Source: an optimization exercise on an open RTL-to-GDS flow (aim: small area, a short achievable clock period and few clock cycles per item). Production flows keep margins and buffers that such runs may drop.
RTL that was checked went through simulation tests only; none was proved equivalent to the original.

== garnet ==
==> flow/design.v (excerpt) <==
module wz_fxu (
    input  wire        clk,
    input  wire        rst,
    input  wire        in_valid,
    output wire        in_ready,
    input  wire [4:0]  in_op,
    input  wire        in_q,       
    input  wire [1:0]  in_t,       
    input  wire [3:0]  in_x,       
    input  wire [63:0] in_a,
    input  wire [63:0] in_b,
    output reg         out_valid,
    output reg  [63:0] out_data,
    output reg         out_ill
);
    localparam OP_TCLR = 5'h00, OP_TMAC = 5'h01, OP_TMSU = 5'h02, OP_TRD  = 5'h03,
               OP_TSHL = 5'h04, OP_TSHR = 5'h05, OP_TMOV = 5'h06, OP_TLD  = 5'h07,
               OP_QMUL = 5'h08, OP_QADD = 5'h09, OP_QSUB = 5'h0A, OP_QNEG = 5'h0B,
               OP_QABS = 5'h0C, OP_QRND = 5'h0D,
               OP_CRD  = 5'h10, OP_CWR  = 5'h11, OP_TSVL = 5'h12, OP_TSVH = 5'h13,
               OP_TRST = 5'h14;
    reg [79:0] till0, till1, till2, till3;
    reg [3:0]  tz;       
    reg [3:0]  cl, sg;   
    reg [1:0]  rm;
    reg        sat;
    reg        sov;
    reg  rdy;
    assign in_ready = rdy;
    wire fire = in_valid & rdy;
    wire        i_raw = in_q | (in_op == OP_TRST) | (in_op == OP_CWR);
    wire [31:0] i_a   = i_raw ? in_a[31:0] : {in_a[15:0], 16'd0};
    wire [31:0] i_b   = i_raw ? in_b[31:0] : {in_b[15:0], 16'd0};
    wire        i_msu = (in_op == OP_TMSU);
    wire [32:0] i_bx  = {i_b, 1'b0};
    wire [5:0]  i_n   = in_b[5:0];
    wire [4:0]  i_rk  = in_q ? ((i_n > 6'd31) ? 5'd31 : i_n[4:0])
                             : (((i_n > 6'd15) ? 5'd15 : i_n[4:0]) + 5'd16);
    reg  [15:0] i_neg, i_one, i_two;
    integer j;
    always @* begin
        for (j = 0; j < 16; j = j + 1) begin
            i_one[j] = i_bx[2*j+1] ^ i_bx[2*j];
            i_two[j] = (i_bx[2*j+2] & ~i_bx[2*j+1] & ~i_bx[2*j]) |
                       (~i_bx[2*j+2] & i_bx[2*j+1] & i_bx[2*j]);
  ...
For scale: ~7,500 cells after synthesis, about 810 flip-flops, roughly 210 I/O pins, roughly 0.068 mm2 of cells after synthesis.
Settings: LEC_CHECK=0, CAP_MARGIN=70, CORE_MARGIN=2, CORE_UTILIZATION=40, PLACE_DENSITY=0.6, SLEW_MARGIN=70; clock period 17.0 ns.
standard.sh (not shown) runs the stock make flow with config.mk's settings and CLKGATE_MAP_FILE= SYNTH_SCRIPT=/design/flow/synth_recipe.tcl, a recipe that flattens the netlist after the stock synthesis.
==> flow/flow/run.sh <==
#!/bin/bash
set -euo pipefail
bash standard.sh SETUP_SLACK_MARGIN=12 finish > make.log 2>&1
Inputs modified between garnet and pepper:
- SETUP_SLACK_MARGIN: unset -> 5
- ABC_CLOCK_PERIOD_IN_PS: unset -> 4000
==> flow/run.sh (new file) <==
#!/bin/bash
# synth_recipe.tcl (not shown) runs the flow's synth.tcl, then flattens the netlist and writes it again
# the make line also repeats each setting of config.mk as NAME=value (left out here)
make -C /OpenROAD-flow-scripts/flow DESIGN_CONFIG=/design/flow/config.mk WORK_HOME=/design/flow/orfs CLKGATE_MAP_FILE= SYNTH_SCRIPT=/design/flow/synth_recipe.tcl finish
removed: flow/flow/run.sh
removed: flow/standard.sh
--- outcome ---
The post-detailed-placement cell area of garnet and that of pepper are within noise of each other. What garnet reported for critical path depth has to be multiplied by 1.08 to get the figure for pepper. In pepper, the clock period minus final worst setup slack came out 1620 ps above the value in garnet.
Function was not checked in any run of this note: the RTL went through the layout flow alone.

* * *

== violet ==
Another version of the RTL of wz_fxu (not shown whole).
For scale: ~830 flip-flops, roughly 210 I/O pins, ~65000 um^2 of cells after synthesis.
==> flow/config.mk <==
export PLATFORM = sky130hd
export DESIGN_NAME = wz_fxu
export DESIGN_NICKNAME = wz_fxu
export VERILOG_FILES = /design/flow/design.v
export SDC_FILE = /design/flow/constraint.sdc
export NUM_CORES = 4
export LEC_CHECK = 0
export CAP_MARGIN = 70
export CORE_MARGIN = 2
export CORE_UTILIZATION = 55
export PLACE_DENSITY = 0.75
export SLEW_MARGIN = 70
export SYNTH_HIERARCHICAL = 1
==> flow/constraint.sdc <==
create_clock -name core_clock -period 17.0 [get_ports {clk}]
set_input_delay 3.4000 -clock core_clock [delete_from_list [all_inputs] [get_ports {clk}]]
set_output_delay 3.4000 -clock core_clock [all_outputs]
set_load 0.01 [all_outputs]
==> flow/flow/run.sh <==
#!/bin/bash
set -euo pipefail
bash standard.sh SETUP_SLACK_MARGIN=12 finish > make.log 2>&1
Testbench counts of violet, summed over its fixed seeds: cycles 12,032, items 12,000.
Changes in nickel relative to violet:
Settings: CAP_MARGIN changed from 70 to 40; CORE_UTILIZATION changed from 55 to 40; PLACE_DENSITY changed from 0.75 to 0.6; SLEW_MARGIN changed from 70 to 40.
--- outcome ---
In the tables for violet and nickel, sequential share of layout area reads higher with nickel.
Per the final summary, nickel finished and its layout is clean on timing, DRC and antenna.
In nickel relative to violet, post-route standard cell area excluding fillers had gone down by a few percent.
[compare] base=violet new=nickel: area of the multi-input gates dropped about 1%; global-route met2 utilization fell 14 points; hold slack shrank by 0.0074 ns; area enclosed by the die boundary climbed about 37%.
Here is what was changed in the inputs of amber compared with nickel.
Settings: CAP_MARGIN now 70, was 40; SLEW_MARGIN now 70, was 40.
amber finished every step from synthesis to the final layout, and the layout passed the timing, design-rule and antenna checks.
The switching part of the total in amber sits 0.16 points below the value recorded for nickel.
From nickel to amber the numbers moved as follows: worst max-slew margin expressed relative to the limit +26 points, total wirelength of the detailed-routed design ~0 delta.
### amber -> sierra
==> flow/flow/run.sh <==
#!/bin/bash
set -euo pipefail
bash standard.sh SETUP_SLACK_MARGIN=12 REMOVE_ABC_BUFFERS=1 finish > make.log 2>&1
Compared to amber, sierra has count of clock-buffer cells in the layout 7 lower. On wire length on met2, sierra and amber are neck and neck. Per the comparison of sierra with amber, layout cell share with drive strength beyond 1 went up by 0.45 points; placed wire-length estimate after detailed placement dropped 2.1%; maximum frequency held; number of diodes lower; register-to-register setup slack rose 0.02 ns. Delta (sierra minus amber): worst path required time now sits lower; global-route total usage across every layer now sits higher.

afterwards: timing with drivers on the ports:
In the flow no input, the clock included, has a driving cell. The finished layouts below were timed again as built, in two steps. Step 1 sets driving cells, clkbuf_16 on the clock port and buf_2 on the other inputs (assumed; they add their load-dependent delay and slew). Step 2 moves the port delays by t, midway between the first and last clock arrival at a register: inputs arrive t later, outputs are due t later. That takes back most of the time a late clock gives input paths. Slacks: ideal ports / drivers / drivers and shift; pairs: ideal ports / drivers.
run	shift t [ns]	setup WS [ns]	worst slew at a driven data input, ns
garnet	0.821	11.230 / 11.230 / 11.230	0.07
pepper	0.821	9.612 / 9.612 / 9.612	0.05
violet	0.792	11.290 / 11.290 / 11.290	0.07
nickel	0.788	11.419 / 11.419 / 11.067	0.06
amber	0.799	11.359 / 11.359 / 11.351	0.07
sierra	0.808	11.376 / 11.376 / 11.114	0.05
After both steps every run listed still meets setup and hold. The setup slack of nickel, which loses most, moves by 0.000 ns with the drivers and by -0.352 ns with both steps.
